This design comes from an exercise in tuning for small area on the open sky130 flow, not from production work. In this exercise RTL edits were held to simulation tests only and were not proved equivalent to the original.

File: design/flow/config.mk
export PLATFORM = sky130hd
export DESIGN_NAME = ecc_block
export DESIGN_NICKNAME = ecc_block
export VERILOG_FILES = /design/flow/design.v
export SDC_FILE = /design/flow/constraint.sdc
export NUM_CORES = 4
export LEC_CHECK = 0
export CAP_MARGIN = 0
export CORE_AREA = 5 5 395 395
export DIE_AREA = 0 0 400 400
export SLEW_MARGIN = 0
File: design/flow/constraint.sdc
create_clock -name core_clock -period 20.0 [get_ports {clk}]
set_input_delay 4.0000 -clock core_clock [delete_from_list [all_inputs] [get_ports {clk}]]
set_output_delay 4.0000 -clock core_clock [all_outputs]
set_load 0.01 [all_outputs]
File: design/flow/design.v
module ecc_lane (
    input  wire [31:0] d,      
    input  wire [6:0]  c,      
    input  wire        v,      
    output wire [2:0]  cls,    
    output wire [31:0] data,   
    output wire [6:0]  chk,    
    output wire [6:0]  syn,    
    output wire        ce,     
    output wire        ue      
);
    wire [6:0] cb;
    wire x32 = d[17] ^ d[20];
    wire x33 = d[2] ^ d[16];
    wire x34 = d[6] ^ d[25];
    wire x35 = d[21] ^ d[27];
    wire x36 = d[8] ^ d[11];
    wire x37 = d[0] ^ d[5];
    wire x38 = d[7] ^ d[12];
    wire x39 = d[4] ^ x36;
    wire x40 = d[18] ^ d[30];
    wire x41 = d[28] ^ d[31];
    wire x42 = d[3] ^ x38;
    wire x43 = d[10] ^ d[26];
    wire x44 = d[15] ^ d[19];
    wire x45 = d[13] ^ d[14];
    wire x46 = d[1] ^ d[9];
    wire x47 = d[23] ^ d[24];
    wire x48 = d[29] ^ x40;
    wire x49 = d[22] ^ x33;
    wire x50 = x39 ^ x45;
    assign cb[0] = d[2] ^ d[6] ^ d[10] ^ x37 ^ x42 ^ x46 ^ x50;
    assign cb[1] = d[0] ^ d[1] ^ d[3] ^ d[4] ^ d[18] ^ d[21] ^ x32 ^ x44 ^ x47 ^ x49;
    assign cb[2] = d[7] ^ d[8] ^ d[15] ^ d[16] ^ d[17] ^ d[26] ^ d[27] ^ d[28] ^ x34 ^ x37 ^ x48;
    assign cb[3] = d[5] ^ d[11] ^ d[20] ^ d[25] ^ d[31] ^ x35 ^ x43 ^ x44 ^ x46;
    assign cb[4] = d[9] ^ d[12] ^ d[13] ^ d[19] ^ d[23] ^ d[29] ^ x34 ^ x41 ^ x49;
    assign cb[5] = d[14] ^ d[22] ^ d[24] ^ d[30] ^ x32 ^ x41 ^ x42 ^ x43;
    assign cb[6] = x35 ^ x47 ^ x48 ^ x50;
    wire [6:0] s = c ^ cb;
    assign syn = s;
    wire s_zero = (s == 7'h00);
    wire s_ones = (s == 7'h7F);
    wire s_odd  = ^s;
    wire inv    = !v && !s_odd;
    wire [6:0] sd = s ^ {7{inv}};
    wire [7:0]  lo;
    wire [15:0] hi;
    genvar i;
    generate
        for (i = 0; i < 8; i = i + 1) begin : g_lo
            assign lo[i] = (sd[2:0] == i);
        end
        for (i = 0; i < 16; i = i + 1) begin : g_hi
            assign hi[i] = (sd[6:3] == i);
        end
    endgenerate
    wire lo_w1  = lo[1] | lo[2] | lo[4];
    wire lo_w2  = lo[3] | lo[5] | lo[6];
    wire hi_w1  = hi[1] | hi[2] | hi[4] | hi[8];
    wire hi_w2  = hi[3] | hi[5] | hi[6] | hi[9] | hi[10] | hi[12];
    wire sd_one = (lo_w1 & hi[0]) | (lo[0] & hi_w1);
    wire sd_col = (lo_w1 & hi_w2) | (lo_w2 & hi_w1) | (lo[0] & hi[7]) | (lo[7] & hi[0]);
    wire s_one  = sd_one && !inv;
    wire hit    = sd_col && !inv;
    wire corr   = s_zero || s_one || hit;
    localparam [223:0] COLS = {
        7'h38, 7'h64, 7'h54, 7'h34, 7'h4C, 7'h2C, 7'h1C, 7'h62,
        7'h52, 7'h32, 7'h4A, 7'h2A, 7'h1A, 7'h46, 7'h26, 7'h16,
        7'h0E, 7'h61, 7'h51, 7'h31, 7'h49, 7'h29, 7'h19, 7'h45,
        7'h25, 7'h15, 7'h0D, 7'h43, 7'h23, 7'h13, 7'h0B, 7'h07};
    wire [31:0] flip;
    generate
        for (i = 0; i < 32; i = i + 1) begin : g_flip
            assign flip[i] = lo[COLS[7*i +: 3]] & hi[COLS[7*i+3 +: 4]];
        end
    endgenerate
    wire [31:0] u  = d ^ flip;
    wire        uz = (u == 32'h0);
    assign data = u & {32{corr}};
    assign chk  = (c & {7{hit}}) | (cb & {7{corr && !hit}});
    wire marker = uz && s_ones;
    wire near   = inv && uz && (sd_one || sd_col);
    assign cls = corr ? (v ? (s_zero ? 3'd0 : hit ? 3'd1 : 3'd2) : 3'd3)
                      : (marker ? (v ? 3'd6 : 3'd4) : near ? 3'd5 : 3'd7);
    assign ce  = (corr && !(v && s_zero)) || near;
    assign ue  = !corr && !marker && !near;
endmodule
module ecc_block (
    input  wire           clk,
    input  wire           rst,          
    input  wire           in_valid,
    input  wire [511:0]   in_d,         
    input  wire [111:0]   in_c,         
    input  wire [15:0]    in_v,         
    output reg            out_valid,
    output wire [47:0]    out_cls,      
    output wire [511:0]   out_d,        
    output wire [111:0]   out_c,        
    output wire [111:0]   out_syn,      
    output wire [4:0]     out_ce_cnt,   
    output wire [4:0]     out_ue_cnt    
);
    localparam integer LANES = 16;
    reg [511:0]   s1_d;
    reg [111:0]   s1_c;
    reg [15:0]    s1_v;
    always @(posedge clk) begin
        if (rst)
            out_valid <= 1'b0;
        else
            out_valid <= in_valid;
        s1_d <= in_d;
        s1_c <= in_c;
        s1_v <= in_v;
    end
    wire [15:0] ce;
    wire [15:0] ue;
    genvar g;
    generate
        for (g = 0; g < LANES; g = g + 1) begin : lane
            ecc_lane u_lane (
                .d    (s1_d[32*g +: 32]),
                .c    (s1_c[7*g +: 7]),
                .v    (s1_v[g]),
                .cls  (out_cls[3*g +: 3]),
                .data (out_d[32*g +: 32]),
                .chk  (out_c[7*g +: 7]),
                .syn  (out_syn[7*g +: 7]),
                .ce   (ce[g]),
                .ue   (ue[g])
            );
        end
    endgenerate
    reg [4:0] ce_cnt;
    reg [4:0] ue_cnt;
    integer i;
    always @* begin
        ce_cnt = 5'd0;
        ue_cnt = 5'd0;
        for (i = 0; i < LANES; i = i + 1) begin
            ce_cnt = ce_cnt + {4'd0, ce[i]};
            ue_cnt = ue_cnt + {4'd0, ue[i]};
        end
    end
    assign out_ce_cnt = ce_cnt;
    assign out_ue_cnt = ue_cnt;
endmodule
File: design/flow/flow/run.sh
#!/bin/bash
# Own layout flow: the standard ORFS flow (standard.sh), with these changes.
#  1. Synthesis is the standard synthesis (synth_recipe.tcl, ORFS synth.tcl)
#     run with a copy of the ORFS scripts in which the ABC mapping script is
#     flow/abc.script (area-oriented &nf mapping) and extract_fa extracts
#     full adders only. Registers, their names and cells are unchanged.
#  2. Ports are buffered with sky130_fd_sc_hd__buf_1.
#  3. CTS uses the buffers in CTS_BUF from flow/cts_bufs and no dummy loads.
# Every step's full output goes to a log file in this folder.
set -euo pipefail
W=$PWD

rm -rf "$W/scripts_syn"
cp -r "$FLOW_HOME/scripts" "$W/scripts_syn"
cp "$W/flow/abc.script" "$W/scripts_syn/abc_speed.script"
cp "$W/flow/abc.script" "$W/scripts_syn/abc_area.script"
sed -i 's/^  extract_fa {\*}\[dont_use_extract_fa_args\]$/  extract_fa -fa/' "$W/scripts_syn/synth.tcl"
grep -q '^  extract_fa -fa$' "$W/scripts_syn/synth.tcl"

bash "$W/standard.sh" SCRIPTS_DIR="$W/scripts_syn" synth > "$W/synth.log" 2>&1

export BUFFER_PORTS_ARGS="-buffer_cell sky130_fd_sc_hd__buf_1"
export CTS_ARGS="-sink_clustering_enable -repair_clock_nets -dont_use_dummy_load $(cat "$W/flow/cts_args")"
bash "$W/standard.sh" > "$W/layout.log" 2>&1
File: design/flow/flow/abc.script
&get -n
&st
&dch
&nf -R 1000
&put
topo
dnsize -c
File: design/flow/flow/cts_args
-buf_list {sky130_fd_sc_hd__clkbuf_8} -sink_clustering_size 18 -sink_clustering_max_diameter 50
File: design/flow/standard.sh
#!/bin/bash
# synth_recipe.tcl (not shown) runs the flow's synth.tcl, then flattens the netlist and writes it again
# the make line also repeats each setting of config.mk as NAME=value (left out here)
make -C /OpenROAD-flow-scripts/flow DESIGN_CONFIG=/design/flow/config.mk WORK_HOME=/design/flow/orfs CLKGATE_MAP_FILE= SYNTH_SCRIPT=/design/flow/synth_recipe.tcl "${@:-finish}"
==> run summary <==
-- cell families after synthesis --
logic type | share of synthesized area (%)
and+or+nand+nor | 22.3
xor gates and xnor gates | 41.2
DFF | 30.5
AOI/OAI and AO/OA | 3.94
buffers and inverters | 0.840
adders and majority gates | 0.953
muxes | 0.149
-- per-layer routing --
metal / up-vias / wire length (um) / global-route usage [%]
met1: 20800 / 94900 / 34.3
met2: 2333 / 117000 / 48.9
li1: 19800 / - / -
met5: - / 214 / 0
met4: 34 / 16700 / 16.6
met3: 580 / 28600 / 11.7
-- per-stage QoR --
step / hold WS, ns / std cells / area (um^2) / util [%]
after detailed placement: 4.09 / 8661 / 50300 / 33.2
final: 3.22 / 8784 / 51600 / 34.0
after global placement: 4.09 / 8661 / 50300 / 33.2
after CTS: 3.11 / 8749 / 51500 / 34.0
after floorplan: 4.03 / 5161 / 42000 / -
after global routing: 3.14 / 8768 / 51500 / 34.0
-- final cells by class --
cell class / count / area (um^2) / area share [%]
clock buffers: 88 / 1210 / 2.35
flip-flops and latches: 641 / 12800 / 24.9
repair buffers: 1470 / 5640 / 10.9
diodes: 35 / 87.6 / 0.170
inverters: 94 / 353 / 0.684
well taps: 2030 / 2540 / 4.93
multi-input cells: 4426 / 28900 / 56.0
-- flip-flops by register name, indices dropped and copies added (netlist names) --
name       count
out_valid      1
s1_c         112
s1_d         512
s1_v          16
-- critical path: cells and delay by family (launching register included) --
family	cells	cell delay, ns
AO/OA/AOI/OAI	1	0.13
AND/OR/NAND/NOR	8	2.84
flip-flops	1	0.45
XOR/XNOR	12	3.55
buffers and inverters	5	0.76
adder cells (fa/ha/maj)	5	2.55
-- placed cells by master (no fill, tap or decap), types with 3 or more instances in the layout --
master	n
nor3_1	56
nand3_1	116
nor2b_1	51
o211ai_1	6
fa_1	20
a21o_1	7
o21bai_1	4
nand2_1	443
nand2b_1	11
and2_0	42
nor2_2	7
o21ai_0	135
xnor2_1	1495
clkbuf_8	88
and4_1	7
buf_1	1437
a2111oi_0	3
nor2_1	1096
nor2b_2	9
nor3b_1	4
nor4_1	63
diode_2	35
nand4_1	146
nand3b_1	8
mux2i_1	4
or2_0	30
or3_1	23
or4_1	12
a21boi_0	3
buf_4	33
a211o_1	3
a22o_1	27
a31oi_1	22
and3_1	19
dfxtp_1	641
o22ai_1	6
clkinv_1	94
xor2_1	481
a21oi_1	44
a32oi_1	3
-- final timing paths --
kind,from,end,cells after the start
worst max-delay path,s1_d[502]$_DFF_P_,out_ce_cnt[2],31
worst min-delay path,in_c[64],s1_c[64]$_DFF_P_,1
==> out/metrics.yaml <==
routing:
  firstDrtPassIters: 6
  detail-route-antenna-nets: 0
  vias: 43500
  drc: 0
  via_per_inst: 4.96
  wl_per_cell_um: 29.3
  wl_mm: 257
  drt_iter0_markers: 4249
sta:
  setup-tns-final_ns: 0
  fmax_mhz: 66.1
  finalSetupViolCount: 0
  slew_headroom_pct: 17.2
  fin_crit_ns: 15.12
  hold_viol_final: 0
  fin_crit_sh_pct: 75.6
  finalWorstSetupSlack_ns: 4.88
  worst_pin_slew_ns: 1.24
  rsz0062_at_grt: "false"
  drv_slew: 0
worst_setup_path:
  critPathLaunchType: "register"
  max_stage_delay_ns: 0.82
  cp.required_ns: 16.00
  crit_fanout: 13
  arrival_ns: 11.12
  critPathKind: "reg2out"
  crit_slowest_cell: "nor2_1"
  endpoint_kind: "output pin"
  crit_top_cell: "xnor2_1"
clock_tree:
  tritoncts: "yes"
  post_cts_resized: 0
  cts-root-buf: "clkbuf_8"
  cts-htree-levels: 3
  cts_sinks: 641
  cts.clk_slew.worst_paths_ns: 0.10
  postCtsHoldBufs: 0
  tritoncts.num_buffers: 88
  clock_path_buffers: 3
  cts_setup_buffers: 0
placement:
  place_congestion: 1.06
  pre_cts_ws_ns: 5.69
  io_buffer_count: 1437
  hpwl_mm: 226
yosys:
  ys_top_cells_by_area: "xnor2_1 31%, dfxtp_1 31%, xor2_1 10%"
  synth_most_common_cell: "xnor2_1"
  yosys.area.top_type: "xnor2_1"
  dominantRegCellSynth: "dfxtp_1"
  synth_area_um2: 42000
  synth_cell_types: 47
  avgSynthCellArea_um2: 8.14
  synth_warnings: 1
  synthArstFlopShare_pct: 0
  synth_top_cell_area_share_pct: 31.2
  synth_seq_cells: 641
  syn-num-nets: 5824
  ys_top_cells_by_count: "1,495 x xnor2_1, 1,103 x nor2_1, 641 x dfxtp_1, 481 x xor2_1, 443 x nand2_1"
  synth-seq-area-share_pct: 30.5
  synthCells: 5161
  synth_edf_count: 0
die:
  initial_core_util_pct: 27.7
  rows: 143
  chipWidth_um: 400
  dieHeight_um: 400
  core_area_um2: 152000
  ios: 1438
  design.die.area_um2: 160000
global_route:
  track_usage_pct: 30.2
  grt_pass1_wl_mm: 340
  grt_pass1_vias: 42900
  antenna_found_initial: 58
  grt.overflow.total: 0
  grt_max_degree: 39
worst_hold_path:
  hold_path.class: "in2reg"
run:
  cap_violations: 0
layout:
  nets: 7384
  area.growth.synth_to_final_pct: 22.7
  fillers: 16400
  drive_gt1_share_pct: 2.05
status:
  outcome: "finished clean"

==> static timing again, ports no longer ideal <==
The results above use ideal ports. As a check the final layout listed here was re-extracted and re-timed, cells and wires unchanged.
Step 1: set_driving_cell puts a clkbuf_16 on clk and a buf_2 on each other input, an assumption about the parent block.
Step 2 also shifts input and output timing later by t, the mid clock arrival at the registers, as if the neighbouring blocks saw the same clock.
Slacks: ideal ports / drivers / drivers and shift; pairs: ideal ports / drivers.
t (ns): 0.858
setup slack, ns: 4.882 / 4.807 / 5.664
worst hold slack (ns): 3.221 / 3.173 / 4.030
worst data-port slew with drivers (ns): 0.29
After both steps this run still meets setup and hold. For this run, drivers alone change the setup slack by -0.075 ns; drivers and shift together by +0.782 ns.
